This design comes from an exercise in tuning for small area, a short achievable clock period and few clock cycles on the open sky130 flow, not from production work. In this exercise RTL edits were held to simulation tests only and were not proved equivalent to the original.

`flow/design.v`:
```
module ck_unit (
    input  wire [31:0] rl,
    input  wire [31:0] pl,
    input  wire [23:1] q,
    input  wire [23:0] dat,      
    input  wire [1:0]  cnt,
    output wire [31:0] rl_out
);
    wire [23:0] hi = (cnt == 2'd3 ? rl[31:8] :
                      cnt == 2'd2 ? {8'd0, rl[31:16]} : {16'd0, rl[31:24]}) ^ dat;
    wire [31:0] lo = cnt == 2'd3 ? {rl[7:0], 24'd0} :
                     cnt == 2'd2 ? {rl[15:0], 16'd0} : {rl[23:0], 8'd0};
    wire [23:0] qq = {q, 1'b1};
    wire [23:0] quo;
    genvar i, j, b;
    generate
        for (i = 0; i < 24; i = i + 1) begin : g_quo
            wire [23-i:0] t;
            for (j = 0; j <= 23 - i; j = j + 1) begin : g_t
                assign t[j] = qq[j] & hi[i+j];
            end
            assign quo[i] = ^t;
        end
        for (b = 0; b < 32; b = b + 1) begin : g_prod
            localparam integer N = (b < 24) ? b + 1 : 24;
            wire [N-1:0] t;
            for (j = 0; j < N; j = j + 1) begin : g_t
                assign t[j] = quo[j] & pl[b-j];
            end
            assign rl_out[b] = lo[b] ^ (^t);
        end
    endgenerate
endmodule
module ck_qinv (
    input  wire [31:0] pl,
    output wire [23:1] q
);
    function [23:0] pmul(input [23:0] a, input [23:0] b);
        integer k, m;
        reg [23:0] t;
        begin
            for (k = 0; k < 24; k = k + 1) begin
                t = 24'd0;
                for (m = 0; m <= k; m = m + 1)
                    t[m] = a[m] & b[k-m];
                pmul[k] = ^t;
            end
        end
    endfunction
    reg [23:0] f0, f1, f2, f3, f4;
    integer k;
    always @* begin
        f0 = 24'd1; f1 = 24'd1; f2 = 24'd1; f3 = 24'd1; f4 = 24'd1;
        for (k = 1; k < 24; k = k + 1) begin
            f0[k] = pl[32-k];
            if (2*k < 24) f1[2*k] = pl[32-k];
            if (4*k < 24) f2[4*k] = pl[32-k];
            if (8*k < 24) f3[8*k] = pl[32-k];
            if (16*k < 24) f4[16*k] = pl[32-k];
        end
    end
    wire [23:0] p01  = pmul(f0, f1);
    wire [23:0] p234 = pmul(pmul(f2, f3), f4);
    wire [23:0] qf   = pmul(p01, p234);
    assign q = qf[23:1];
endmodule
module chk_block (
    input  wire        clk,
    input  wire        rst,
    input  wire        req_valid,
    output wire        req_ready,
    input  wire [1:0]  req_op,
    input  wire [5:0]  req_addr,
    input  wire [2:0]  req_tenant,
    input  wire [31:0] req_wdata,
    input  wire [5:0]  wv_width,
    input  wire        wv_refin,
    input  wire        wv_refout,
    input  wire [2:0]  wv_fowner,
    input  wire [31:0] wv_poly,
    input  wire [31:0] wv_init,
    input  wire [31:0] wv_xorout,
    input  wire [31:0] wv_ref,
    output reg         rsp_valid,
    output reg  [1:0]  rsp_status,
    output wire [31:0] rsp_rdata
);
    localparam S_IDLE = 3'd0, S_PREP = 3'd1, S_FOLD = 3'd2, S_CMP = 3'd3, S_RFIN = 3'd4;
    localparam K_RUNW = 2'd0, K_FEED = 2'd1, K_CTRL = 2'd2;
    function [31:0] rev32(input [31:0] x);
        integer i;
        for (i = 0; i < 32; i = i + 1) rev32[i] = x[31-i];
    endfunction
    function [7:0] rev8(input [7:0] x);
        integer i;
        for (i = 0; i < 8; i = i + 1) rev8[i] = x[7-i];
    endfunction
    function [31:0] wmask(input [5:0] w);
        integer i;
        for (i = 0; i < 32; i = i + 1) wmask[i] = (w > i);
    endfunction
    function [31:0] vword(input [31:0] r, input [31:0] xl, input ro);
        vword = ro ? rev32(r ^ xl) : (r ^ xl);
    endfunction
    reg        u_def [0:3];
    reg [5:0]  u_w   [0:3];
    reg        u_ri  [0:3];
    reg        u_ro  [0:3];
    reg [2:0]  u_fo  [0:3];
    reg [8:0]  u_pl  [0:3];      
    reg [31:0] u_il  [0:3];
    reg [31:0] u_xl  [0:3];
    reg [31:0] u_rl  [0:3];
    reg [23:1] u_q   [0:3];
    reg [5:0]  s_w;
    reg        s_ri, s_ro;
    reg [2:0]  s_fo;
    reg [31:0] s_pl, s_il, s_xl, s_ref, s_run;
    reg [23:1] s_q;
    reg        s_bad;
    reg        s_isref;      
    reg [1:0]  s_u;          
    reg [1:0]  fcnt;
    reg [1:0]  s_rd;         
    reg [23:0] d_dat;
    reg [1:0]  d_cnt;
    reg [2:0]  state;
    reg        p_do;
    reg [1:0]  p_kind;
    reg [1:0]  p_u;
    reg [31:0] o_word;
    reg [7:0]  o_sh;
    function [11:0] shdec(input [4:0] n);
        begin
            shdec = 12'd0;
            shdec[8 + n[4:3]] = 1'b1;
            shdec[n[2:0]] = 1'b1;
        end
    endfunction
    function [31:0] cshift(input [31:0] x, input [11:0] sh);
        integer i, j;
        begin
            for (i = 0; i < 32; i = i + 1) begin
                cshift[i] = 1'b0;
                for (j = 0; j < 4; j = j + 1)
                    if (i + 8*j < 32) cshift[i] = cshift[i] | (sh[8+j] & x[i+8*j]);
            end
        end
    endfunction
    reg [31:0] sh_out;
    integer i2, j2;
    always @* begin
        for (i2 = 0; i2 < 32; i2 = i2 + 1) begin
            sh_out[i2] = 1'b0;
            for (j2 = 0; j2 < 8; j2 = j2 + 1)
                if (i2 + j2 < 32) sh_out[i2] = sh_out[i2] | (o_sh[j2] & o_word[i2+j2]);
        end
    end
    assign rsp_rdata = sh_out;
    assign req_ready = (state == S_IDLE);
    wire accept = req_valid && (state == S_IDLE);
    wire [1:0] u = req_addr[5:4];
    wire [3:0] r = req_addr[3:0];
    wire        m_def = u_def[u];
    wire [5:0]  m_w   = u_w[u];
    wire        m_ri  = u_ri[u];
    wire        m_ro  = u_ro[u];
    wire [2:0]  m_fo  = u_fo[u];
    wire [8:0]  m_pl  = u_pl[u];
    wire [31:0] m_il  = u_il[u];
    wire [31:0] m_xl  = u_xl[u];
    wire [31:0] m_rl  = u_rl[u];
    wire [23:1] m_q   = u_q[u];
    wire [11:0] u_shd [0:3];
    genvar gu;
    generate
        for (gu = 0; gu < 4; gu = gu + 1) begin : g_shd
            assign u_shd[gu] = shdec(5'd0 - u_w[gu][4:0]);
        end
    endgenerate
    wire [11:0] m_sh  = u_shd[u];
    wire [2:0]  m_foe = m_def ? m_fo : 3'd7;
    wire allowed = (req_tenant == 3'd4) || (req_tenant == m_foe);
    function [23:0] chk_bytes(input [1:0] n, input ri);
        begin
            case (n)
            2'd0:    chk_bytes = {8'h31, 8'h32, 8'h33};
            2'd1:    chk_bytes = {8'h34, 8'h35, 8'h36};
            default: chk_bytes = {8'h37, 8'h38, 8'h39};
            endcase
            if (ri) chk_bytes = {rev8(chk_bytes[23:16]), rev8(chk_bytes[15:8]),
                                 rev8(chk_bytes[7:0])};
        end
    endfunction
    function [23:0] feed_bytes(input [25:0] wd, input ri);
        reg [7:0] b0, b1, b2;
        begin
            b0 = ri ? rev8(wd[7:0])   : wd[7:0];
            b1 = ri ? rev8(wd[15:8])  : wd[15:8];
            b2 = ri ? rev8(wd[23:16]) : wd[23:16];
            case (wd[25:24])
            2'd3:    feed_bytes = {b0, b1, b2};
            2'd2:    feed_bytes = {8'd0, b0, b1};
            default: feed_bytes = {16'd0, b0};
            endcase
        end
    endfunction
    wire [31:0] fold_out;
    ck_unit u_eng (
        .rl(s_run), .pl(e_pl), .q(s_q), .dat(d_dat), .cnt(d_cnt), .rl_out(fold_out)
    );
    wire [4:0]  st_s  = 5'd0 - s_w[4:0];
    wire [31:0] shl_in = (state == S_PREP) ? s_il : s_ref;
    wire [31:0] shl_out = shl_in << st_s;
    wire [31:0] new_rl = (p_kind == K_RUNW) ? shl_out :
                         (p_kind == K_CTRL) ? s_il : fold_out;
    reg  [31:0] qv_in;
    integer j1;
    always @* begin
        qv_in = rev32(sh_out);
        if (state != S_PREP) begin
            qv_in[8:0] = 9'd0;
            for (j1 = 1; j1 < 24; j1 = j1 + 1) qv_in[32-j1] = s_q[j1];
        end
    end
    wire [23:1] qv_out;
    ck_qinv u_qinv (.pl(qv_in), .q(qv_out));
    wire [23:1] prep_q = qv_out;
    reg  [31:0] e_pl;        
    always @* begin
        e_pl = {23'd0, s_pl[8:0]};
        for (j1 = 1; j1 < 24; j1 = j1 + 1) e_pl[32-j1] = qv_out[j1];
    end
    wire [3:0]  hz = {4{p_do}} & (4'd1 << p_u);
    wire        hazard = hz[u];
    wire [31:0] m_rle  = hazard ? new_rl : m_rl;
    wire [31:0] wv_mask = wmask(wv_width);
    wire [11:0] wv_shd = shdec(5'd0 - wv_width[4:0]);
    wire static_ok =
        (wv_width >= 6'd3) && (wv_width <= 6'd32) && wv_poly[0] &&
        (((wv_poly | wv_init | wv_xorout) & ~wv_mask) == 32'd0) &&
        ((wv_fowner <= 3'd4) || (wv_fowner == 3'd7));
    wire [31:0] s_mask = wmask(s_w);
    wire cmp_ok = !s_bad && ((s_run ^ s_xl) == s_ref);
    wire guarded_rd = (r == 4'h4) || (r == 4'h7);
    wire run_wr     = (r == 4'h4) || (r == 4'h5) || (r == 4'h6);
    reg [31:0] rd_word;
    reg [11:0] rd_sh;
    always @* begin
        rd_word = m_rl;
        rd_sh = 12'd0;
        case (r)
        4'h0: begin
            rd_word = {21'd0, m_foe, m_ro & m_def, m_ri & m_def, m_def ? m_w : 6'd0};
            rd_sh = shdec(5'd0);
        end
        4'h1: ;      
        4'h2: begin rd_word = m_il; rd_sh = m_sh; end
        4'h3: begin rd_word = vword(32'd0, m_xl, m_ro); rd_sh = m_ro ? shdec(5'd0) : m_sh; end
        4'h4: begin rd_word = m_rl; rd_sh = m_sh; end
        4'h7: begin rd_word = vword(m_rl, m_xl, m_ro); rd_sh = m_ro ? shdec(5'd0) : m_sh; end
        default: ;
        endcase
        if ((!m_def && r != 4'h0) || (guarded_rd && !allowed) || r == 4'hD || r == 4'h1)
            rd_sh = 12'd0;
    end
    wire [31:0] rf_word = (s_rd == 2'd0) ? s_run :
                          (s_rd == 2'd1) ? vword(s_run, s_xl, s_ro) : e_pl;
    wire [11:0] rf_sh   = shdec((s_ro && s_rd == 2'd1) ? 5'd0 : st_s);
    wire [11:0] st_shd  = shdec(st_s);
    integer k;
    always @(posedge clk) begin
        if (rst) begin
            for (k = 0; k < 4; k = k + 1) u_def[k] <= 1'b0;
            state <= S_IDLE;
            rsp_valid <= 1'b0;
            p_do <= 1'b0;
        end else begin
            rsp_valid <= 1'b0;
            p_do <= 1'b0;
            case (state)
            S_IDLE: begin
                rsp_status <= 2'd0;
                if (accept) begin
                    if (req_op == 2'd0) begin
                        rsp_valid <= 1'b1;
                        if (guarded_rd && !allowed)
                            rsp_status <= 2'd1;
                        else if (guarded_rd && hazard) begin
                            rsp_valid <= 1'b0;
                            state <= S_RFIN;
                        end else if (r == 4'h1 && m_def) begin
                            rsp_valid <= 1'b0;
                            state <= S_RFIN;
                        end else if (r == 4'hD && m_def) begin
                            rsp_valid <= 1'b0;
                            state <= S_FOLD;
                        end
                    end else if (req_op == 2'd1) begin
                        rsp_valid <= 1'b1;
                        if (run_wr) begin
                            if (!allowed || !m_def || (r == 4'h5 && req_wdata[25:24] == 2'd0))
                                rsp_status <= 2'd1;
                            else
                                p_do <= (r != 4'h6) || req_wdata[0];
                        end
                    end else if (!static_ok) begin
                        rsp_valid <= 1'b1;
                        rsp_status <= 2'd2;
                    end else begin
                        state <= S_PREP;
                    end
                end
            end
            S_PREP: state <= S_FOLD;
            S_FOLD: if (fcnt == 2'd2) state <= s_isref ? S_RFIN : S_CMP;
            S_CMP: begin
                rsp_valid <= 1'b1;
                rsp_status <= cmp_ok ? 2'd0 : 2'd2;
                if (cmp_ok) u_def[s_u] <= 1'b1;
                p_do <= cmp_ok;
                state <= S_IDLE;
            end
            S_RFIN: begin
                rsp_valid <= 1'b1;
                rsp_status <= 2'd0;
                state <= S_IDLE;
            end
            default: state <= S_IDLE;
            endcase
        end
    end
    always @(posedge clk) begin
        if (p_do) u_rl[p_u] <= new_rl;
        o_word <= rd_word;
        o_sh <= 8'd0;
        s_run <= fold_out;
        d_dat <= chk_bytes(fcnt + 2'd1, s_ri);
        d_cnt <= 2'd3;
        case (state)
        S_IDLE: begin
            s_w   <= req_op[1] ? wv_width  : m_w;
            s_ri  <= req_op[1] ? wv_refin  : m_ri;
            s_ro  <= req_op[1] ? wv_refout : m_ro;
            s_pl  <= req_op[1] ? wv_poly   : {23'd0, m_pl};
            s_il  <= req_op[1] ? wv_init   : m_il;
            s_xl  <= req_op[1] ? wv_xorout : m_xl;
            s_ref <= req_op[1] ? wv_ref    : req_wdata;
            s_fo  <= wv_fowner;
            s_q   <= m_q;
            s_run <= r[3] ? m_il : m_rle;
            s_u   <= u;
            s_rd  <= (r == 4'h1) ? 2'd2 : {1'b0, r[0]};
            s_isref <= !req_op[1];
            d_dat <= r[3] ? chk_bytes(2'd0, m_ri) : feed_bytes(req_wdata[25:0], m_ri);
            d_cnt <= r[3] ? 2'd3 : req_wdata[25:24];
            fcnt  <= 2'd0;
            p_kind <= (r == 4'h4) ? K_RUNW : (r == 4'h5) ? K_FEED : K_CTRL;
            p_u   <= u;
            if (req_op[1]) begin
                o_word <= cshift(rev32(wv_poly), wv_shd);
                o_sh <= static_ok ? wv_shd[7:0] : 8'd0;
            end else begin
                o_word <= cshift(rd_word, rd_sh);
                o_sh <= req_op[0] ? 8'd0 : rd_sh[7:0];
            end
        end
        S_PREP: begin
            s_pl <= rev32(sh_out);
            s_q <= prep_q;
            s_il <= shl_out;
            s_run <= shl_out;
            o_word <= cshift(rev32(s_xl), st_shd);
            o_sh <= st_shd[7:0];
            d_dat <= chk_bytes(2'd0, s_ri);
        end
        S_FOLD: begin
            fcnt <= fcnt + 2'd1;
            if (!s_isref && fcnt == 2'd0) begin
                s_xl <= s_ro ? rev32(s_xl) : rev32(sh_out);
                s_ref <= s_ro ? rev32(s_ref) : shl_out;
                s_bad <= (s_ref & ~s_mask) != 32'd0;
            end
        end
        S_CMP: begin
            if (cmp_ok) begin
                u_w[s_u] <= s_w; u_ri[s_u] <= s_ri; u_ro[s_u] <= s_ro;
                u_fo[s_u] <= s_fo; u_pl[s_u] <= s_pl[8:0]; u_il[s_u] <= s_il;
                u_xl[s_u] <= s_xl; u_q[s_u] <= s_q;
            end
            p_kind <= K_CTRL;
            p_u <= s_u;
        end
        S_RFIN: begin
            o_word <= cshift(rf_word, rf_sh);
            o_sh <= rf_sh[7:0];
        end
        default: ;
        endcase
    end
endmodule
```
`flow/flow/run.sh`:
```
#!/bin/bash
# Standard layout, with timing repair aimed at a tighter clock than the
# 20 ns constraint (repair stops once setup slack reaches the margin), and
# plain buffers (not delay cells) on the ports.
set -euo pipefail
bash standard.sh SETUP_SLACK_MARGIN=13.5 "BUFFER_PORTS_ARGS=-buffer_cell sky130_fd_sc_hd__buf_2" finish > standard.log 2>&1
```
`flow/standard.sh`:
```
#!/bin/bash
# synth_recipe.tcl (not shown) runs the flow's synth.tcl, then flattens the netlist and writes it again
# the make line also repeats each setting of config.mk as NAME=value (left out here)
make -C /OpenROAD-flow-scripts/flow DESIGN_CONFIG=/design/flow/config.mk WORK_HOME=/design/flow/orfs CLKGATE_MAP_FILE= SYNTH_SCRIPT=/design/flow/synth_recipe.tcl "${@:-finish}"
```
`flow/config.mk`:
```
export PLATFORM = sky130hd
export DESIGN_NAME = chk_block
export DESIGN_NICKNAME = chk_block
export VERILOG_FILES = /design/flow/design.v
export SDC_FILE = /design/flow/constraint.sdc
export NUM_CORES = 4
export LEC_CHECK = 0
export CAP_MARGIN = 10
export CORE_MARGIN = 2
export CORE_UTILIZATION = 55
export CTS_CLUSTER_DIAMETER = 70
export CTS_CLUSTER_SIZE = 30
export SLEW_MARGIN = 10
```
`flow/constraint.sdc`:
```
create_clock -name core_clock -period 20.0 [get_ports {clk}]
set_input_delay 4.0000 -clock core_clock [delete_from_list [all_inputs] [get_ports {clk}]]
set_output_delay 4.0000 -clock core_clock [all_outputs]
set_load 0.01 [all_outputs]
```
==> results of run 1 <==
==> routing by layer <==
layer / global-route usage [%] / routed length [um]
met5: 0 / 152
met4: 28.5 / 21500
met3: 20.5 / 46800
met2: 66.9 / 112000
met1: 63.5 / 100000
==> final timing paths <==
check                      to        start
setup reg to reg  u_rl[0][24]     state[1]
hold reg to reg    u_fo[2][0]      s_fo[0]
setup / recovery    o_word[7]  req_addr[4]
hold / removal     u_fo[2][0]      s_fo[0]
==> cell families (layout without fill, tap and decap cells) <==
logic type               after synthesis  after routing  synth area share (%)
adder cells (fa/ha/maj)               44             44                 0.904
multiplexers                         465            468                  10.8
flip-flops                           816            816                  38.9
buffers and inverters                603            668                  3.96
XOR/XNOR                             948            948                  16.3
AO/OA/AOI/OAI                       1364           1364                  15.2
AND/OR/NAND/NOR                     1948           1950                  14.0
other                                  0             23                     0
==> critical path, cell delays in order <==
cell and delay [ns]:
buf_16 0.10, mux4_2 0.55, xnor2_1 0.15, a21oi_1 0.15
o22ai_1 0.10, a22o_2 0.34, or2_4 0.28, nor3b_4 0.16
nand2_2 0.14, buf_6 0.12, a211oi_4 0.04, buf_12 0.17
buf_8 0.12, a221oi_2 0.22, o221ai_1 0.16, a31oi_1 0.21
o221ai_1 0.14
==> state kept, by name, indices dropped and copies added, names as in the netlist, 6 cells and up <==
register / count
u_rl: 128
u_xl: 128
s_q: 23
s_w: 6
o_word: 32
s_pl: 9
s_run: 32
d_dat: 24
u_pl: 36
s_ref: 32
s_il: 32
u_w: 24
u_q: 92
s_xl: 32
u_fo: 12
o_sh: 8
u_il: 128
==> cell usage in the layout (no fill, tap or decap), drive strengths merged, types with 47 or more instances in the layout <==
cell type  instances
a31oi             72
nand2b            47
buf              471
inv              103
xnor2            660
a21oi            261
nor2b             69
nor3              66
xnor3            101
a22oi            168
xor2             181
nand3             56
o221ai            56
mux4             145
a221oi            65
nand2            898
dfxtp            103
a211oi            84
o21ai            335
nor2             580
mux2              56
edfxtp           713
mux2i            267
clkbuf            62
==> stage by stage <==
step | cells | hold slack, ns | instance area, um2 | utilization, %
finish | 7695 | 0.529 | 67100 | 61.6
CTS | 7642 | 0.520 | 66400 | 61.0
floorplan | 6188 | 0.459 | 60700 | -
global route | 7672 | 0.533 | 67000 | 61.6
global placement | 7502 | 0.484 | 63100 | 58.0
detailed placement | 7502 | 0.502 | 63100 | 58.0
==> cell type report <==
type	count	share of cell area, %
diodes	23	0.0858
clock buffers	57	2.09
inverters	85	0.509
flip-flops and latches	816	35.0
multi-input cells	4774	53.0
clock inverters	46	1.30
repair buffers	480	5.35
well taps	1414	2.64
==> what timing repair did <==
| action | in CTS | in global routing |
|---|---|---|
| pin swaps | 29 | 66 |
| setup buffers | 24 | 28 |
| gates resized for setup | 96 | 70 |
| endpoints found under the setup margin | 184 | 139 |
| endpoints found under the hold margin | 0 | 0 |
| cloned | 13 | 2 |
==> summary.md, run 1 <==
| Metric | Value |
|---|---|
| Die W | `335 um` |
| GR Overflow Total | `0` |
| Max-cap viol count | `0` |
| Slew margin rel. | `7.64%` |
| DRT Wirelength | `281000 um` |
| Hold Buf Count CTS | `0` |
| Vias in the first global route | `49900` |
| Mapped Area | `60300 um2` |
| Fin crit share | `33.1%` |
| Prevailing post-synth register cell | `edfxtp_1` |
| DR iter-0 viols | `9984` |
| Max clock buf depth | `3` |
| Total CTS buffers | `56` |
| Worst-path clk slew | `0.10 ns` |
| DRT antenna net count | `0` |
| Most frequent cells after synthesis | `nand2_1 (896), edfxtp_1 (713), xnor2_1 (657), nor2_1 (574), clkbuf_1 (368)` |
| Flop2flop setup slack | `13.61 ns` |
| Final Slew Violations | `0` |
| Hold Crit Depth | `0` |
| Residual DRC count | `0` |
| Smallest setup slack after layout | `13.38 ns` |
| Place WS | `11.63 ns` |
| Overall Global Routing Usage | `48.6%` |
| Crit Path Max Fanout | `6` |
| Initial antenna violation count | `26` |
| Leading area contributor after synthesis | `edfxtp_1` |
| F_max | `151 MHz` |
| Slew @ Worst Pin | `1.39 ns` |
| Layout Nets | `6440` |
| CTS tree | `done` |
| Via count | `55700` |
| Drt wl/cell | `36.5 um` |
| TritonRoute pass-1 iters | `12` |
| Chip Height | `335 um` |
| Number of synthesized register bits | `816` |
| Worst hold path type | `flop to flop` |
| Post-synthesis sequential area ratio | `38.9%` |
| Fraction of registers with async set/reset | `0%` |
| Hold Fails Final Rpt | `0` |
| Routability cong. | `1.06` |
| Mapped Cells | `6188` |
| Die ar. | `112000 um2` |
| Number of synthesized flops with an enable pin | `713` |
| IO Pins | `221` |
| Unrepaired setup endpoints after global routing | `yes` |
| Register area | `23500 um2` |
| Share of cells above drive strength 1 | `15.9%` |
| CTS Sinks | `816` |
| Synthesized area per cell | `9.75 um2` |
| Tmin final | `6.62 ns` |
| Synth unique cells | `100` |
| Routed vias/inst | `7.24` |
| Row cnt | `121` |
| Most common cell in the netlist | `nand2_1` |
| # fillers | `9122` |
| Worst setup EP type | `flop` |
| Synth Warn # | `2` |
| Syn nets | `6415` |
| First-pass GRT wire length | `387000 um` |
| Worst Reg-to-Reg Cells | `29` |
| Layout Skew | `0.0658 ns` |
| Post-synth top area share | `35.5%` |
| WS Path Type | `input port to flop` |
| H-Tree Depth | `2` |
| Clk latency of the worst-skew pair | `0.74 ns` |
| Worst EP arrival | `7.15 ns` |
| Status | `no timing/DRC/antenna violations` |
| Layout area overhead | `11.2%` |
| DP HPWL | `197000 um` |
| Initial Util | `55.4%` |
| Number of port buffers | `220` |
| Critical path launch point type | `input port` |
| Required time of the critical path | `20.53 ns` |
| Sum Neg Setup Slack | `0 ns` |
| # setup viols final | `0` |
| Top cells by area, synth | `edfxtp_1 (35%), xnor2_1 (9.5%), nand2_1 (5.6%)` |
| CTS root buf | `clkbuf_16` |
| Core area | `109000 um2` |
| Pin count of the biggest net entering global routing | `106` |
| Footprint of the multi-input gates | `35600 um2` |
Testbench counts, summed over its fixed seeds: cycles 6,567.
==> run 2, diff against run 1 <==
--- a/flow/config.mk
+++ b/flow/config.mk
@@ -8,6 +8,7 @@
 export CAP_MARGIN = 10
 export CORE_MARGIN = 2
-export CORE_UTILIZATION = 55
+export CORE_UTILIZATION = 45
 export CTS_CLUSTER_DIAMETER = 70
 export CTS_CLUSTER_SIZE = 30
+export GPL_ROUTABILITY_DRIVEN = 0
 export SLEW_MARGIN = 10
==> run 2 against run 1 <==
Net effect: still clean; hold slack improved by 0.043 ns; flip-flop and latch count did not move; count of clock-buffer cells in the layout rose by 15; wire length fell by 0.71%; die area rose by 22%; clock skew fell by 0.0035 ns; largest cell class unchanged.
==> summary.md, run 2 <==
| Metric | Value |
|---|---|
| Status | `no timing/DRC/antenna violations` |
| Cell family with most CP delay | `compound AO/OA/AOI/OAI gates` |
| Final hold slack | `0.572 ns` |
| Post-synth top area share | `35.5%` |
| CP peak stage delay | `0.51 ns` |
| Fraction of registers with async set/reset | `0%` |
| Post-synthesis mux area share | `10.8%` |
| TritonRoute pass-1 iters | `14` |
| Die ar. | `137000 um2` |
| Post-synthesis sequential area ratio | `38.9%` |
| Slew margin rel. | `10.2%` |
| XOR/XNOR Fraction of Synth Area | `16.3%` |
| Unrepaired setup endpoints after global routing | `yes` |
| Layout Skew | `0.0624 ns` |
| Initial antenna violation count | `29` |
| Synth Area in Adders | `0.904%` |
| Hold Fails Final Rpt | `0` |
| Pin count of the biggest net entering global routing | `68` |
| Row cnt | `134` |
| Overall Global Routing Usage | `39.3%` |
| Cells along the critical path | `buf_2 -> buf_4 -> inv_1 -> buf_8 -> nand2_2 -> buf_4 -> a22oi_1 -> o221ai_1 -> a221o_1 -> a221oi_2 -> o22ai_1 -> a21oi_1 -> a21oi_1` |
| Complex-gate fraction of the synthesized area | `15.2%` |
| Required time of the critical path | `20.57 ns` |
| Most frequent cells in the layout | `nand2_1 (890), edfxtp_1 (713), xnor2_1 (628), nor2_1 (567), o21ai_0 (313)` |
| WS Path Type | `input port to flop` |
| Final Util | `50.8%` |
| First-pass GRT wire length | `385000 um` |
| Commonest non-fill, non-tap cell in the layout | `nand2_1` |
| Final Slew Violations | `0` |
| Total CTS buffers | `66` |
| Tmin final | `6.90 ns` |
| Worst-path clk slew | `0.08 ns` |
| DP HPWL | `193000 um` |
| IO Pins | `221` |
| Mapped Area | `60300 um2` |
| DR iter-0 viols | `11200` |
| F_max | `145 MHz` |
| Syn nets | `6415` |
| Worst setup EP type | `flop` |
| Core area | `133000 um2` |
| Share of cells above drive strength 1 | `16.2%` |
| DRT antenna net count | `0` |
| H-Tree Depth | `3` |
| Max-cap viol count | `0` |
| CTS Sinks | `816` |
| Layout area overhead | `12.2%` |
| # setup viols final | `0` |
| Hold Buf Count CTS | `0` |
| CTS root buf | `clkbuf_16` |
| Die W | `370 um` |
| Vias in the first global route | `49900` |
| DRT Wirelength | `279000 um` |
| Top Registers | `u_il: 128 flops, u_rl: 128 flops, u_xl: 128 flops` |
| Most common cell in the netlist | `nand2_1` |
| Prevailing post-synth register cell | `edfxtp_1` |
| Fin crit share | `34.5%` |
| Number of synthesized flops with an enable pin | `713` |
| Clk latency of the worst-skew pair | `0.72 ns` |
| Main combinational cell family by area after synthesis | `XOR/XNOR gates` |
| Residual DRC count | `0` |
| Most frequent cells after synthesis | `nand2_1 (896), edfxtp_1 (713), xnor2_1 (657), nor2_1 (574), clkbuf_1 (368)` |
| Synth unique cells | `100` |
| Crit Path Max Fanout | `67` |
| Initial Util | `45.3%` |
| Top cells by area, synth | `edfxtp_1 (35%), xnor2_1 (9.5%), nand2_1 (5.6%)` |
| Synth Warn # | `2` |
| CP max stage cell | `a22oi_1` |
| Chip Height | `370 um` |
| CTS tree | `done` |
| Post-Synth Simple-Gate Area | `14.0%` |
| Leading area contributor after synthesis | `edfxtp_1` |
| Number of synthesized register bits | `816` |
| Mapped Cells | `6188` |
| Layout Nets | `6468` |
| GR Overflow Total | `0` |
| Routed vias/inst | `6.91` |
| Slew @ Worst Pin | `1.34 ns` |
| Via count | `55900` |
| Worst hold path type | `flop to flop` |
| Max clock buf depth | `3` |
| Worst EP arrival | `7.47 ns` |
| Sum Neg Setup Slack | `0 ns` |
| Buf/Inv on CP | `5` |
| Drt wl/cell | `34.5 um` |
| Number of port buffers | `220` |
| Critical path launch point type | `input port` |
| Synthesized area per cell | `9.75 um2` |
## run 2: changes by cell type in the layout (fill, tap and decap cells not counted), sizes merged, moves of 5 or more
cell,delta
clkbuf,+19
clkinvlp,+8
buf,+12
bufbuf,+5
clkinv,-12
## run 2: final timing paths
check              start          end  slack [ns]  cells after the start
min reg2reg      s_fo[2]   u_fo[3][2]        0.57                      0
min              s_fo[2]   u_fo[3][2]        0.57                      0
max          req_addr[3]    o_word[3]       13.10                     13
max reg2reg     state[2]  u_rl[3][31]       13.53                     28
## run 2: cell type report
cell class,count,area (um2)
fillers,12000,65600
flip-flops and latches,816,23500
clock buffers,72,1700
well taps,1768,2210
diodes,19,47.5
repair buffers,501,3860
multi-input cells,4771,35400
clock inverters,48,646
inverters,85,338
## run 2: kinds of logic after synthesis
group,after synthesis
adders and majority gates,44
xor gates and xnor gates,948
AOI/OAI and AO/OA,1364
buffers and inverters,603
DFF,816
muxes,465
and+or+nand+nor,1948
## run 2: metal layers
layer / global-route usage [%] / share of wire (%)
met1: 51.0 / 36
met2: 54.4 / 40
met3: 16.9 / 17
met4: 22.4 / 7.3
met5: 1.08 / 0.13
## run 2: metrics by stage
step | std cells | setup WS, ns | area [um2]
2_1_floorplan | 6188 | 12.89 | 60700
3_5_place_dp | 7846 | 11.12 | 63500
4_1_cts | 8032 | 13.44 | 67100
3_3_place_gp | 7846 | 11.24 | 63500
6_report | 8080 | 13.10 | 67700
5_1_grt | 8063 | 13.20 | 67600
## run 2: what timing repair did
item,4_1_cts,5_1_grt
endpoints found under the hold margin,0,0
resized for setup,100,59
setup endpoints to repair,210,145
setup buffers,51,26
pin swaps,28,48
gates cloned,15,2
==> run 3, diff against run 2 <==
--- a/flow/design.v
+++ b/flow/design.v
@@ -269,4 +269,22 @@
     wire [11:0] rf_sh   = shdec((s_ro && s_rd == 2'd1) ? 5'd0 : st_s);
     wire [11:0] st_shd  = shdec(st_s);
+    reg [31:0] ow_src;
+    reg [11:0] ow_sh;
+    always @* begin
+        case (state)
+        S_PREP: begin ow_src = rev32(s_xl); ow_sh = st_shd; end
+        S_RFIN: begin ow_src = rf_word; ow_sh = rf_sh; end
+        S_IDLE: begin
+            if (req_op[1]) begin
+                ow_src = rev32(wv_poly);
+                ow_sh = {wv_shd[11:8], static_ok ? wv_shd[7:0] : 8'd0};
+            end else begin
+                ow_src = rd_word;
+                ow_sh = {rd_sh[11:8], req_op[0] ? 8'd0 : rd_sh[7:0]};
+            end
+        end
+        default: begin ow_src = rd_word; ow_sh = 12'd0; end
+        endcase
+    end
     integer k;
     always @(posedge clk) begin
@@ -333,6 +351,6 @@
     always @(posedge clk) begin
         if (p_do) u_rl[p_u] <= new_rl;
-        o_word <= rd_word;
-        o_sh <= 8'd0;
+        o_word <= cshift(ow_src, ow_sh);
+        o_sh <= ow_sh[7:0];
         s_run <= fold_out;
         d_dat <= chk_bytes(fcnt + 2'd1, s_ri);
@@ -358,11 +376,4 @@
             p_kind <= (r == 4'h4) ? K_RUNW : (r == 4'h5) ? K_FEED : K_CTRL;
             p_u   <= u;
-            if (req_op[1]) begin
-                o_word <= cshift(rev32(wv_poly), wv_shd);
-                o_sh <= static_ok ? wv_shd[7:0] : 8'd0;
-            end else begin
-                o_word <= cshift(rd_word, rd_sh);
-                o_sh <= req_op[0] ? 8'd0 : rd_sh[7:0];
-            end
         end
         S_PREP: begin
@@ -371,6 +382,4 @@
             s_il <= shl_out;
             s_run <= shl_out;
-            o_word <= cshift(rev32(s_xl), st_shd);
-            o_sh <= st_shd[7:0];
             d_dat <= chk_bytes(2'd0, s_ri);
         end
@@ -392,8 +401,5 @@
             p_u <= s_u;
         end
-        S_RFIN: begin
-            o_word <= cshift(rf_word, rf_sh);
-            o_sh <= rf_sh[7:0];
-        end
+        S_RFIN: ;    
         default: ;
         endcase
--- a/flow/config.mk
+++ b/flow/config.mk
@@ -11,4 +11,3 @@
 export CTS_CLUSTER_DIAMETER = 70
 export CTS_CLUSTER_SIZE = 30
-export GPL_ROUTABILITY_DRIVEN = 0
 export SLEW_MARGIN = 10
==> run 3 against run 2 <==
Net effect: wire length increased by 1.2%; critical path type unchanged; hold slack got worse by 0.049 ns; flip-flop and latch count unchanged; synthesized area decreased by 1.7%; via count decreased by 4.3%; die area decreased by 1.7%; setup slack improved by 0.20 ns; largest cell class unchanged; clock skew increased by 0.030 ns.
==> summary.md, run 3 <==
| Metric | Value |
|---|---|
| Status | `no timing/DRC/antenna violations` |
| Number of synthesized register bits | `816` |
| Flop2flop setup slack | `13.56 ns` |
| Share of cells above drive strength 1 | `16.0%` |
| Worst r2r dst | `s_run[19]` |
| CTS Sinks | `816` |
| Initial Util | `45.2%` |
| Required time of the critical path | `20.61 ns` |
| TritonRoute pass-1 iters | `9` |
| Sum Neg Setup Slack | `0 ns` |
| # setup viols final | `0` |
| Leading area contributor after synthesis | `edfxtp_1` |
| Worst setup EP type | `flop` |
| Initial antenna violation count | `29` |
| Hold Crit Depth | `0` |
| Core area | `131000 um2` |
| Most frequent cells in the layout | `nand2_1 (773), edfxtp_1 (713), xnor2_1 (624), nor2_1 (560), o21ai_0 (353)` |
| IO Pins | `221` |
| Global routing met3 resource utilization | `13.0%` |
| Fraction of registers with async set/reset | `0%` |
| Mapped Cells | `5994` |
| Post-synth top area share | `36.1%` |
| RR Startpoint | `state[0]` |
| Unrepaired setup endpoints after global routing | `yes` |
| Pin count of the biggest net entering global routing | `106` |
| Number of synthesized flops with an enable pin | `713` |
| Number of port buffers | `220` |
| Grt met2 use | `56.2%` |
| Synthesized area per cell | `9.89 um2` |
| Critical path launch point type | `input port` |
| Fin crit share | `33.5%` |
| Hold Fails Final Rpt | `0` |
| Clk latency of the worst-skew pair | `0.77 ns` |
| Total CTS buffers | `59` |
| Final hold slack | `0.523 ns` |
| Most common cell in the netlist | `nand2_1` |
| WS Path Type | `input port to flop` |
| Routability cong. | `1.06` |
| Layout Skew | `0.0919 ns` |
| Max clock buf depth | `3` |
| Crit Path Max Fanout | `60` |
| Residual DRC count | `0` |
| Synth unique cells | `102` |
| Tmin final | `6.70 ns` |
| Overall Global Routing Usage | `40.4%` |
| Top cells by area, synth | `edfxtp_1 (36%), xnor2_1 (9.7%), mux4_2 (5.3%)` |
| Chip Height | `367 um` |
| WHS Endpoint | `u_fo[2][0]` |
| Slew margin rel. | `18.1%` |
| Vias in the first global route | `48600` |
| Grt peak-use layer | `met2` |
| Die ar. | `135000 um2` |
| Most frequent cells after synthesis | `nand2_1 (776), edfxtp_1 (713), xnor2_1 (655), nor2_1 (570), o21ai_0 (358)` |
| Worst hold path type | `flop to flop` |
| DP HPWL | `195000 um` |
| Post-synthesis sequential area ratio | `39.6%` |
| Layout Nets | `6291` |
| DRT Wirelength | `282000 um` |
| Prevailing post-synth register cell | `edfxtp_1` |
| Worst EP arrival | `7.30 ns` |
| Synth Warn # | `2` |
| H-Tree Depth | `2` |
| DRT antenna net count | `0` |
| Commonest non-fill, non-tap cell in the layout | `nand2_1` |
| Hold_sp | `s_fo[0]` |
| Die W | `367 um` |
| DR iter-0 viols | `10400` |
| CTS root buf | `clkbuf_16` |
| Worst Reg-to-Reg Cells | `25` |
| Top Registers | `u_il: 128 flops, u_rl: 128 flops, u_xl: 128 flops` |
| F_max | `149 MHz` |
| Routed vias/inst | `6.78` |
| Final Cell Area | `66800 um2` |
| Row cnt | `133` |
| Syn nets | `6220` |
| Final Slew Violations | `0` |
| Drt wl/cell | `35.8 um` |
| CTS tree | `done` |
| GR Overflow Total | `0` |
| Slew @ Worst Pin | `1.22 ns` |
| Mapped Area | `59300 um2` |
| Placed cell areas | `62300 um2` |
| Via count | `53500` |
| Met1 GRT Util | `55.1%` |
| Worst-path clk slew | `0.10 ns` |
| Layout area overhead | `12.6%` |
| Max-cap viol count | `0` |
| First-pass GRT wire length | `387000 um` |
==> run 3: cell count changes in the layout (fill, tap and decap cells not counted), sizes merged, moves of 21 or more <==
cell    before  now
o21ai      335  375
o211ai      25   56
nand2      898  776
a22oi      168  137
and2        41   20
nand2b      47  106
mux2i      267  306
mux2        56   22
a221o       29    3
==> run 3: cell type report <==
cell class	instances	area (um2)
clock buffers	60	1480
diodes	12	30.0
flip-flops and latches	816	23500
multi-input cells	4610	34500
repair inverters	2	13.8
repair buffers	495	3850
clock inverters	51	932
well taps	1755	2200
inverters	81	327
fillers	12000	64400
==> run 3: per-layer routing <==
| layer | up-vias | routed length (um) |
|---|---|---|
| met2 | 4433 | 113000 |
| met4 | 4 | 20700 |
| met3 | 842 | 41800 |
| li1 | 21900 | - |
| met5 | - | 26 |
| met1 | 26300 | 106000 |
==> run 3: through the flow <==
| stage | instances | setup slack [ns] | util [%] |
|---|---|---|---|
| CTS | 7847 | 13.44 | 50.4 |
| global route | 7872 | 13.31 | 50.9 |
| global placement | 7662 | 11.05 | 47.5 |
| floorplan | 5994 | 12.83 | - |
| detailed placement | 7662 | 10.94 | 47.5 |
| finish | 7882 | 13.30 | 50.9 |
==> run 3: worst max-delay path by stage <==
stage / startpoint / endpoint / depth (start not counted)
6_report: req_addr[4] / o_word[9] / 13
5_1_grt: req_addr[4] / o_word[7] / 16
4_1_cts: req_addr[4] / o_word[4] / 17
3_5_place_dp: req_addr[5] / o_word[2] / 16
3_3_place_gp: req_addr[5] / o_word[9] / 17
2_1_floorplan: req_addr[4] / o_word[5] / 14
==> run 3: worst max-delay path: stages <==
cell      delay [ns]
buf_16          0.12
buf_4           0.13
buf_12          0.12
mux4_4          0.72
buf_8           0.26
nand2_1         0.11
o21ai_0         0.08
o221ai_1        0.53
mux2_2          0.29
a211oi_1        0.06
o21ai_0         0.53
a21oi_1         0.16
o21ai_1         0.11
==> run 3: kinds of logic after synthesis <==
kind of cell    Yosys count  share of synthesized area (%)
compound gates         1308                           14.4
xor+xnor                946                           16.7
fa+ha+maj                42                          0.882
buf+inv                 575                           3.92
flops                   816                           39.6
mux                     468                           10.9
simple gates           1839                           13.6
==> run 3: what timing repair did <==
item,in CTS,in global routing
hold endpoints to repair,0,0
resized for setup,89,80
endpoints found under the setup margin,196,159
hold buffers,0,0
gates cloned,19,3
pin swaps,23,22
setup buffers,55,20
Testbench counts of run 3, summed over its fixed seeds: cycles 6,567.
==> run 4, diff against run 3 <==
--- a/flow/config.mk
+++ b/flow/config.mk
@@ -8,5 +8,5 @@
 export CAP_MARGIN = 10
 export CORE_MARGIN = 2
-export CORE_UTILIZATION = 45
+export CORE_UTILIZATION = 55
 export CTS_CLUSTER_DIAMETER = 70
 export CTS_CLUSTER_SIZE = 30
==> run 4 against run 3 <==
Net effect: still clean on timing, DRC and antenna; design area decreased by 1.6%; global-route usage increased by 6.8 points; register-to-register slack improved by 0.08 ns; wire length decreased by 4.8%; final cell count decreased by 4.9%; non-clock buffer count decreased by 29; critical path depth unchanged; first-iteration DRC count decreased by 6.8%; sequential share of layout area increased by 0.56 points; highest routed layer unchanged.
==> summary.md, run 4 <==
| Metric | Value |
|---|---|
| Status | `no timing/DRC/antenna violations` |
| Top cells by area, synth | `edfxtp_1 (36%), xnor2_1 (9.7%), mux4_2 (5.3%)` |
| CTS Sinks | `816` |
| Prevailing post-synth register cell | `edfxtp_1` |
| Core area | `107000 um2` |
| Main combinational cell family by area after synthesis | `XOR/XNOR gates` |
| Initial Util | `55.4%` |
| DRT Wirelength | `269000 um` |
| Mapped Area | `59300 um2` |
| Flop2flop setup slack | `13.64 ns` |
| Complex-gate fraction of the synthesized area | `14.4%` |
| Row cnt | `120` |
| Most frequent cells in the layout | `nand2_1 (775), edfxtp_1 (713), xnor2_1 (621), nor2_1 (566), o21ai_0 (346)` |
| Hold Fails Final Rpt | `0` |
| Required time of the critical path | `20.59 ns` |
| Routed vias/inst | `7.08` |
| DP HPWL | `186000 um` |
| Hold_sp | `s_fo[1]` |
| Max-cap viol count | `0` |
| Layout area overhead | `10.9%` |
| CTS tree | `done` |
| Tmin final | `6.70 ns` |
| Number of synthesized flops with an enable pin | `713` |
| Synthesized area per cell | `9.89 um2` |
| First-pass GRT wire length | `370000 um` |
| Sum Neg Setup Slack | `0 ns` |
| Post-synthesis sequential area ratio | `39.6%` |
| DRT antenna net count | `0` |
| Die W | `332 um` |
| Layout Nets | `6256` |
| TritonRoute pass-1 iters | `9` |
| Critical path launch point type | `input port` |
| RR Startpoint | `state[1]` |
| Clk latency of the worst-skew pair | `0.72 ns` |
| F_max | `149 MHz` |
| Total CTS buffers | `55` |
| Final hold slack | `0.559 ns` |
| Fraction of registers with async set/reset | `0%` |
| Leading area contributor after synthesis | `edfxtp_1` |
| Crit Path Max Fanout | `50` |
| Drt wl/cell | `35.8 um` |
| Worst hold path type | `flop to flop` |
| Fin crit share | `33.5%` |
| Synth unique cells | `102` |
| Place WS | `11.62 ns` |
| Routability cong. | `1.04` |
| Worst EP arrival | `7.29 ns` |
| CTS root buf | `clkbuf_16` |
| Top Registers | `u_il: 128 flops, u_rl: 128 flops, u_xl: 128 flops` |
| Mapped Cells | `5994` |
| Unrepaired setup endpoints after global routing | `yes` |
| Synth Area in Adders | `0.882%` |
| Die ar. | `110000 um2` |
| Number of synthesized register bits | `816` |
| Number of port buffers | `220` |
| Syn nets | `6220` |
| IO Pins | `221` |
| # fillers | `9074` |
| Worst setup EP type | `flop` |
| Layout Skew | `0.0414 ns` |
| Worst r2r dst | `u_rl[3][29]` |
| Overall Global Routing Usage | `47.2%` |
| Post-Synth Simple-Gate Area | `13.6%` |
| Smallest setup slack after layout | `13.30 ns` |
| Post-synth top area share | `36.1%` |
| Synth Warn # | `2` |
| Worst Reg-to-Reg Cells | `25` |
| WHS Endpoint | `u_fo[3][1]` |
| DR iter-0 viols | `9672` |
| Hold Buf Count CTS | `0` |
| Final Slew Violations | `0` |
| Most frequent cells after synthesis | `nand2_1 (776), edfxtp_1 (713), xnor2_1 (655), nor2_1 (570), o21ai_0 (358)` |
| Worst-path clk slew | `0.10 ns` |
| GR Overflow Total | `0` |
| Chip Height | `332 um` |
| XOR/XNOR Fraction of Synth Area | `16.7%` |
| WS Path Type | `input port to flop` |
| Slew margin rel. | `16.8%` |
| # setup viols final | `0` |
| Post-synthesis mux area share | `10.9%` |
| Slew @ Worst Pin | `1.25 ns` |
| Vias in the first global route | `47700` |
| Commonest non-fill, non-tap cell in the layout | `nand2_1` |
| Residual DRC count | `0` |
| Via count | `53100` |
| Initial antenna violation count | `22` |
| Hold Crit Depth | `0` |
| Pin count of the biggest net entering global routing | `109` |
| Share of cells above drive strength 1 | `15.3%` |
| Max clock buf depth | `3` |
| Most common cell in the netlist | `nand2_1` |
| H-Tree Depth | `2` |
-- run 4: changes by cell type in the layout (fill, tap and decap cells not counted), sizes merged --
cell	before	now
inv	98	94
buf	482	457
xnor2	664	663
o22a	7	9
diode	12	16
or3b	4	3
bufbuf	6	4
mux4	143	142
clkinv	30	27
clkbuf	67	62
-- run 4: through the flow --
stage,instances,cell area [um2],utilization [%]
2_1_floorplan,5994,59400,-
3_3_place_gp,7294,61700,57.6
3_5_place_dp,7294,61700,57.6
4_1_cts,7450,65200,60.9
5_1_grt,7478,65700,61.4
6_report,7494,65700,61.4
-- run 4: worst max path at each step --
stage | start | slack (ns) | depth (start not counted) | to
finish | req_addr[5] | 13.30 | 13 | o_word[2]
floorplan | req_addr[4] | 12.83 | 14 | o_word[5]
detailed placement | req_addr[5] | 11.62 | 15 | o_word[2]
global route | req_addr[4] | 13.21 | 15 | o_word[2]
CTS | req_addr[4] | 13.38 | 15 | o_word[2]
global placement | req_addr[5] | 11.61 | 15 | o_word[2]
-- run 4: cell type report --
cell class                      instances  area (um2)  share of cell area [%]
Timing Repair Buffer                  466        3460                    5.26
Antenna cell                           16        40.0                  0.0609
Multi-Input combinational cell       4609       34300                    52.3
Inverter                               81         333                   0.506
Clock inverter                         45         881                    1.34
Clock buffer                           57        1430                    2.17
Sequential cell                       816       23500                    35.7
Timing Repair inverter                  1        6.26                 0.00952
Tap cell                             1403        1760                    2.67
-- run 4: what timing repair did --
| item | in CTS | in global routing |
|---|---|---|
| endpoints found under the hold margin | 0 | 0 |
| pin swaps | 21 | 20 |
| endpoints found under the setup margin | 167 | 149 |
| setup buffers | 40 | 24 |
| resized for setup | 92 | 68 |
| gates cloned | 14 | 4 |
-- run 4: worst max-delay path, cell delays in order --
cell,delay [ns]
clkbuf_16,0.25
buf_16,0.35
nor2b_2,0.35
nor2_1,0.09
a21oi_1,0.38
inv_1,0.14
a221oi_4,0.43
o221ai_1,0.19
o21ai_0,0.11
o21ai_0,0.11
a222oi_1,0.37
o22ai_1,0.14
a211o_1,0.24
-- run 4: routing by layer --
metal | GRT usage, % | wire [um]
met1 | 64.5 | 98900
met5 | 0 | 96
met3 | 16.5 | 42000
met2 | 64.7 | 108000
met4 | 27.6 | 19500
-- run 4: kinds of logic after synthesis --
logic type                 count (synthesis)
adders and majority gates                 42
AOI/OAI and AO/OA                       1308
DFF                                      816
and+or+nand+nor                         1839
muxes                                    468
buffers and inverters                    575
xor gates and xnor gates                 946
==> run 5, diff against run 4 <==
--- a/flow/config.mk
+++ b/flow/config.mk
@@ -6,8 +6,8 @@
 export NUM_CORES = 4
 export LEC_CHECK = 0
-export CAP_MARGIN = 10
+export CAP_MARGIN = 20
 export CORE_MARGIN = 2
 export CORE_UTILIZATION = 55
 export CTS_CLUSTER_DIAMETER = 70
 export CTS_CLUSTER_SIZE = 30
-export SLEW_MARGIN = 10
+export SLEW_MARGIN = 20
==> run 5 against run 4 <==
Net effect: still clean on timing, DRC and antenna; setup slack worse by 0.014 ns; flip-flop and latch count unchanged; hold slack better by 0.013 ns; sequential share of layout area about the same; utilization about the same.
==> summary.md, run 5 <==
| Metric | Value |
|---|---|
| Status | `no timing/DRC/antenna violations` |
| Layout Nets | `6257` |
| Pin count of the biggest net entering global routing | `109` |
| Initial Util | `55.4%` |
| Top cells by area, synth | `edfxtp_1 (36%), xnor2_1 (9.7%), mux4_2 (5.3%)` |
| Drt wl/cell | `35.8 um` |
| Mapped Cells | `5994` |
| CTS root buf | `clkbuf_16` |
| Placed cell areas | `61700 um2` |
| Chip Height | `332 um` |
| Fraction of registers with async set/reset | `0%` |
| Via count | `53000` |
| Worst-path clk slew | `0.10 ns` |
| Mapped Area | `59300 um2` |
| # setup viols final | `0` |
| Residual DRC count | `0` |
| Core area | `107000 um2` |
| Slew @ Worst Pin | `1.20 ns` |
| Final Cell Area | `65700 um2` |
| CP peak stage delay | `0.52 ns` |
| Slew margin rel. | `19.7%` |
| Fin crit share | `33.6%` |
| Required time of the critical path | `20.61 ns` |
| Prevailing post-synth register cell | `edfxtp_1` |
| H-Tree Depth | `2` |
| Smallest setup slack after layout | `13.29 ns` |
| Number of port buffers | `220` |
| Unrepaired setup endpoints after global routing | `yes` |
| Post-synth top area share | `36.1%` |
| Post-synthesis sequential area ratio | `39.6%` |
| DRT antenna net count | `0` |
| Cells along the critical path | `clkbuf_16 -> buf_16 -> buf_8 -> mux4_2 -> a221oi_4 -> o221ai_1 -> o21ai_0 -> o21ai_0 -> a222oi_1 -> o22ai_1 -> a211o_1` |
| Die W | `332 um` |
| Overall Global Routing Usage | `47.2%` |
| Worst EP arrival | `7.32 ns` |
| Syn nets | `6220` |
| Most frequent cells in the layout | `nand2_1 (775), edfxtp_1 (713), xnor2_1 (621), nor2_1 (566), o21ai_0 (346)` |
| Routability cong. | `1.04` |
| Buf/Inv on CP | `3` |
| Row cnt | `120` |
| Cell family with most CP delay | `compound AO/OA/AOI/OAI gates` |
| Initial antenna violation count | `22` |
| Clk latency of the worst-skew pair | `0.72 ns` |
| DP HPWL | `186000 um` |
| Number of synthesized flops with an enable pin | `713` |
| CTS tree | `done` |
| Die ar. | `110000 um2` |
| Tmin final | `6.71 ns` |
| CP max stage cell | `mux4_2` |
| Worst hold path type | `flop to flop` |
| Most common cell in the netlist | `nand2_1` |
| GR Overflow Total | `0` |
| Place WS | `11.62 ns` |
| Cell mode on critical path | `o21ai_0` |
| Synth Warn # | `2` |
| Hold Fails Final Rpt | `0` |
| Sum Neg Setup Slack | `0 ns` |
| IO Pins | `221` |
| F_max | `149 MHz` |
| Final Slew Violations | `0` |
| Number of synthesized register bits | `816` |
| CTS Sinks | `816` |
| Routed vias/inst | `7.07` |
| Top Registers | `u_il: 128 flops, u_rl: 128 flops, u_xl: 128 flops` |
| Worst setup EP type | `flop` |
| Critical path launch point type | `input port` |
| Hold Buf Count CTS | `0` |
| Layout area overhead | `10.9%` |
| Layout Skew | `0.0433 ns` |
| TritonRoute pass-1 iters | `9` |
| Share of cells above drive strength 1 | `15.3%` |
| Synthesized area per cell | `9.89 um2` |
| DR iter-0 viols | `9761` |
| Crit Path Max Fanout | `50` |
| Total CTS buffers | `55` |
| Max-cap viol count | `0` |
| Commonest non-fill, non-tap cell in the layout | `nand2_1` |
| DRT Wirelength | `268000 um` |
| Vias in the first global route | `47700` |
| Final Util | `61.4%` |
| WS Path Type | `input port to flop` |
| Synth unique cells | `102` |
| First-pass GRT wire length | `370000 um` |
| Max clock buf depth | `3` |
| Leading area contributor after synthesis | `edfxtp_1` |
| Most frequent cells after synthesis | `nand2_1 (776), edfxtp_1 (713), xnor2_1 (655), nor2_1 (570), o21ai_0 (358)` |
[run 5: cell type report]
| cell class | instances | area (um2) |
|---|---|---|
| tap | 1403 | 1760 |
| antenna | 15 | 37.5 |
| sequential | 816 | 23500 |
| inverter | 81 | 333 |
| fill | 9074 | 41300 |
| clock inverter | 45 | 881 |
| multi-input combinational | 4609 | 34300 |
| clock buffer | 57 | 1430 |
| timing repair inverter | 1 | 6.26 |
| timing repair buffer | 467 | 3470 |
[run 5: per-layer routing]
metal  wire length, um  GRT usage [%]  share of wire [%]
met4             20000           27.6                7.4
met3             42400           16.5                 16
met5               127              0              0.047
met2            107000           64.7                 40
met1             98400           64.5                 37
[run 5: path summary, 6_finish.rpt]
kind	depth (start not counted)	endpoint	slack, ns	start
max	11	o_word[5]	13.29	req_addr[5]
min	0	u_fo[3][1]	0.57	s_fo[1]
max reg2reg	25	s_run[9]	13.63	state[2]
min reg2reg	0	u_fo[3][1]	0.57	s_fo[1]
[run 5: kinds of logic (layout without fill, tap and decap cells)]
logic type,after synthesis,in the layout,share of synthesized area (%)
other cells,0,15,0
fa+ha+maj,42,42,0.882
mux,468,470,10.9
simple gates,1839,1840,13.6
xor+xnor,946,946,16.7
buf+inv,575,651,3.92
compound gates,1308,1311,14.4
flops,816,816,39.6
[run 5: metrics by stage]
stage                     cells  hold WS, ns
after global placement     7294        0.555
after detailed placement   7294        0.548
after floorplan            5994        0.459
final                      7494        0.572
after global routing       7479        0.576
after CTS                  7450        0.562
[run 5: timing repair]
action,in CTS,in global routing
setup buffers,40,24
cloned,14,4
pin swaps,21,20
endpoints found under the setup margin,167,149
resized for setup,92,68
==> run 6, diff against run 5 <==
--- a/flow/config.mk
+++ b/flow/config.mk
@@ -8,6 +8,7 @@
 export CAP_MARGIN = 20
 export CORE_MARGIN = 2
-export CORE_UTILIZATION = 55
+export CORE_UTILIZATION = 45
 export CTS_CLUSTER_DIAMETER = 70
 export CTS_CLUSTER_SIZE = 30
 export SLEW_MARGIN = 20
+export TNS_END_PERCENT = 10
==> run 6 against run 5 <==
Net effect: die area up 22%; final cell count up 4.7%; utilization down 11 points; first-iteration DRC count down 9.3%; count of clock-buffer cells in the layout up 4; clock skew up 0.011 ns; hold slack worse by 0.031 ns; critical path depth up 5; setup slack worse by 0.074 ns; largest cell class unchanged.
==> summary.md, run 6 <==
| Metric | Value |
|---|---|
| Post-synth top area share | `36.1%` |
| Required time of the critical path | `20.64 ns` |
| Number of port buffers | `220` |
| Prevailing post-synth register cell | `edfxtp_1` |
| Cells along the critical path | `buf_16 -> mux4_2 -> buf_4 -> nor3_1 -> a22o_1 -> a32oi_2 -> a2bb2oi_2 -> o22ai_2 -> or4_4 -> nand2_4 -> or3_1 -> nand2b_4 -> o22ai_1 -> a22o_1 -> a21oi_1 -> o221ai_1` |
| Worst hold path type | `flop to flop` |
| Initial Util | `45.2%` |
| First-pass GRT wire length | `387000 um` |
| Met1 GRT Util | `54.1%` |
| Grt peak-use layer | `met2` |
| Worst setup EP type | `flop` |
| Number of synthesized flops with an enable pin | `713` |
| Smallest setup slack after layout | `13.22 ns` |
| Max clock buf depth | `3` |
| Total CTS buffers | `58` |
| Non-Filler Instances | `7849` |
| CTS root buf | `clkbuf_16` |
| # setup viols final | `0` |
| Register area | `23500 um2` |
| Tmin final | `6.78 ns` |
| Placed insts | `7665` |
| Layout Skew | `0.0543 ns` |
| CTS Sinks | `816` |
| Core area | `131000 um2` |
| Via count | `53400` |
| Commonest non-fill, non-tap cell in the layout | `nand2_1` |
| Number of synthesized register bits | `816` |
| Hold Buf Count CTS | `0` |
| F_max | `147 MHz` |
| Share of cells above drive strength 1 | `15.0%` |
| Grt met2 use | `55.9%` |
| Overall Global Routing Usage | `40.4%` |
| Top cells by area, synth | `edfxtp_1 (36%), xnor2_1 (9.7%), mux4_2 (5.3%)` |
| Place WS | `11.33 ns` |
| Placed cell areas | `62300 um2` |
| Row cnt | `133` |
| Leading area contributor after synthesis | `edfxtp_1` |
| Initial antenna violation count | `28` |
| Layout Nets | `6256` |
| Top Registers | `u_il: 128 flops, u_rl: 128 flops, u_xl: 128 flops` |
| Die W | `367 um` |
| Unrepaired setup endpoints after global routing | `yes` |
| H-Tree Depth | `2` |
| Vias in the first global route | `48500` |
| Clk latency of the worst-skew pair | `0.76 ns` |
| Die ar. | `135000 um2` |
| Chip Height | `367 um` |
| Hold Fails Final Rpt | `0` |
| DRT Wirelength | `281000 um` |
| TritonRoute pass-1 iters | `10` |
| DRT antenna net count | `0` |
| Mapped Cells | `5994` |
| Most frequent cells after synthesis | `nand2_1 (776), edfxtp_1 (713), xnor2_1 (655), nor2_1 (570), o21ai_0 (358)` |
| Most frequent cells in the layout | `nand2_1 (772), edfxtp_1 (713), xnor2_1 (626), nor2_1 (566), o21ai_0 (353)` |
| Max-cap viol count | `0` |
| Routed vias/inst | `6.81` |
| Post-synthesis sequential area ratio | `39.6%` |
| CTS tree | `done` |
| Worst EP arrival | `7.42 ns` |
| Drt wl/cell | `35.8 um` |
| Pin count of the biggest net entering global routing | `146` |
| Slew @ Worst Pin | `1.47 ns` |
| DR iter-0 viols | `8849` |
| Final Cell Area | `66000 um2` |
| Crit Path Max Fanout | `8` |
| WS Path Type | `input port to flop` |
| Synth unique cells | `102` |
| Synth Warn # | `2` |
| CP max stage cell | `mux4_2` |
| Fraction of registers with async set/reset | `0%` |
| Cell mode on critical path | `a22o_1` |
| Sum Neg Setup Slack | `0 ns` |
| IO Pins | `221` |
| Fin crit share | `33.9%` |
| Most common cell in the netlist | `nand2_1` |
| Routability cong. | `1.05` |
| DP HPWL | `200000 um` |
| Worst-path clk slew | `0.11 ns` |
| # fillers | `12200` |
| Residual DRC count | `0` |
| Footprint of the multi-input gates | `34200 um2` |
| Layout area overhead | `11.3%` |
| Critical path launch point type | `input port` |
| Syn nets | `6220` |
| Mapped Area | `59300 um2` |
| Synthesized area per cell | `9.89 um2` |
| GR Overflow Total | `0` |
| CP peak stage delay | `0.54 ns` |
| Slew margin rel. | `1.91%` |
| Global routing met3 resource utilization | `15.1%` |
| Status | `no timing/DRC/antenna violations` |
| Final Slew Violations | `0` |
## run 6: kinds of logic (layout without fill, tap and decap cells)
family | Yosys count | count (layout) | share of synthesized area (%)
simple gates | 1839 | 1841 | 13.6
compound gates | 1308 | 1309 | 14.4
xor+xnor | 946 | 946 | 16.7
flops | 816 | 816 | 39.6
buf+inv | 575 | 655 | 3.92
mux | 468 | 470 | 10.9
fa+ha+maj | 42 | 42 | 0.882
other cells | 0 | 15 | 0
## run 6: metal layers
layer,vias to the layer above,share of wire (%)
met1,26400,37
met4,20,6.9
met2,4427,40
met3,866,15
li1,21700,-
met5,-,0.054
## run 6: worst paths after layout
| kind | start | end | slack [ns] | cells after the start |
|---|---|---|---|---|
| min reg2reg | s_fo[1] | u_fo[0][1] | 0.54 | 0 |
| min | s_fo[1] | u_fo[0][1] | 0.54 | 0 |
| max | req_addr[4] | o_word[6] | 13.22 | 16 |
| max reg2reg | state[1] | u_rl[3][22] | 13.60 | 22 |
## run 6: layout make-up
cell class	instances	share of cell area [%]
Clock buffer	61	2.25
Antenna cell	15	0.0569
Clock inverter	48	1.43
Timing Repair inverter	1	0.00759
Multi-Input combinational cell	4608	51.9
Sequential cell	816	35.6
Tap cell	1755	3.33
Inverter	81	0.474
Timing Repair Buffer	464	4.99
## run 6: critical path: cells and delay by family
family / cells / cell delay [ns]
simple gates: 5 / 1.01
compound gates: 8 / 1.60
mux: 1 / 0.54
buf+inv: 2 / 0.25
## run 6: metrics by stage
| stage | hold slack, ns | utilization [%] |
|---|---|---|
| final | 0.541 | 50.3 |
| after global routing | 0.562 | 50.3 |
| after CTS | 0.541 | 50.0 |
| after detailed placement | 0.506 | 47.5 |
| after global placement | 0.504 | 47.5 |
| after floorplan | 0.459 | - |
## run 6: timing repair
action | CTS | global route
cloned | 12 | 2
setup endpoints to repair | 193 | 162
setup buffers | 31 | 14
endpoints found under the hold margin | 0 | 0
pin swaps | 16 | 9
resized for setup | 53 | 44

-- re-timing with driven ports --
No port has a modelled driver above. Below, the same layouts with a new extraction and two added sets of constraints.
Step 1, drivers: a clkbuf_16 drives clk and a buf_2 each remaining input, both assumed.
Step 2, shift: input delay + t, output delay - t, t = (earliest + latest rising clock arrival at the registers) / 2. This alone moves slack from input paths to output paths.
Three values: ideal ports, drivers, drivers and shift; two values: the first two.
| run | t, ns | slack for setup (ns) | hold WS [ns] | worst setup path after step 2 | worst register clock-pin slew, ns |
|---|---|---|---|---|---|
| run 1 | 0.786 | 13.378 / 13.188 / 12.402 | 0.529 / 0.529 / 0.529 | input to register | 0.11 / 0.11 |
| run 2 | 0.774 | 13.100 / 13.151 / 12.377 | 0.572 / 0.572 / 0.572 | input to register | 0.11 / 0.11 |
| run 3 | 0.809 | 13.303 / 13.102 / 12.293 | 0.523 / 0.523 / 0.523 | input to register | 0.11 / 0.11 |
| run 4 | 0.784 | 13.304 / 13.064 / 12.279 | 0.559 / 0.559 / 0.559 | input to register | 0.11 / 0.11 |
| run 5 | 0.786 | 13.290 / 13.058 / 12.273 | 0.572 / 0.572 / 0.572 | input to register | 0.11 / 0.11 |
| run 6 | 0.820 | 13.216 / 13.090 / 12.270 | 0.541 / 0.541 / 0.541 | input to register | 0.11 / 0.11 |
After both steps setup and hold are still met in every run listed. For run 4, which loses most, drivers alone change the setup slack by -0.240 ns; drivers and shift together by -1.025 ns.
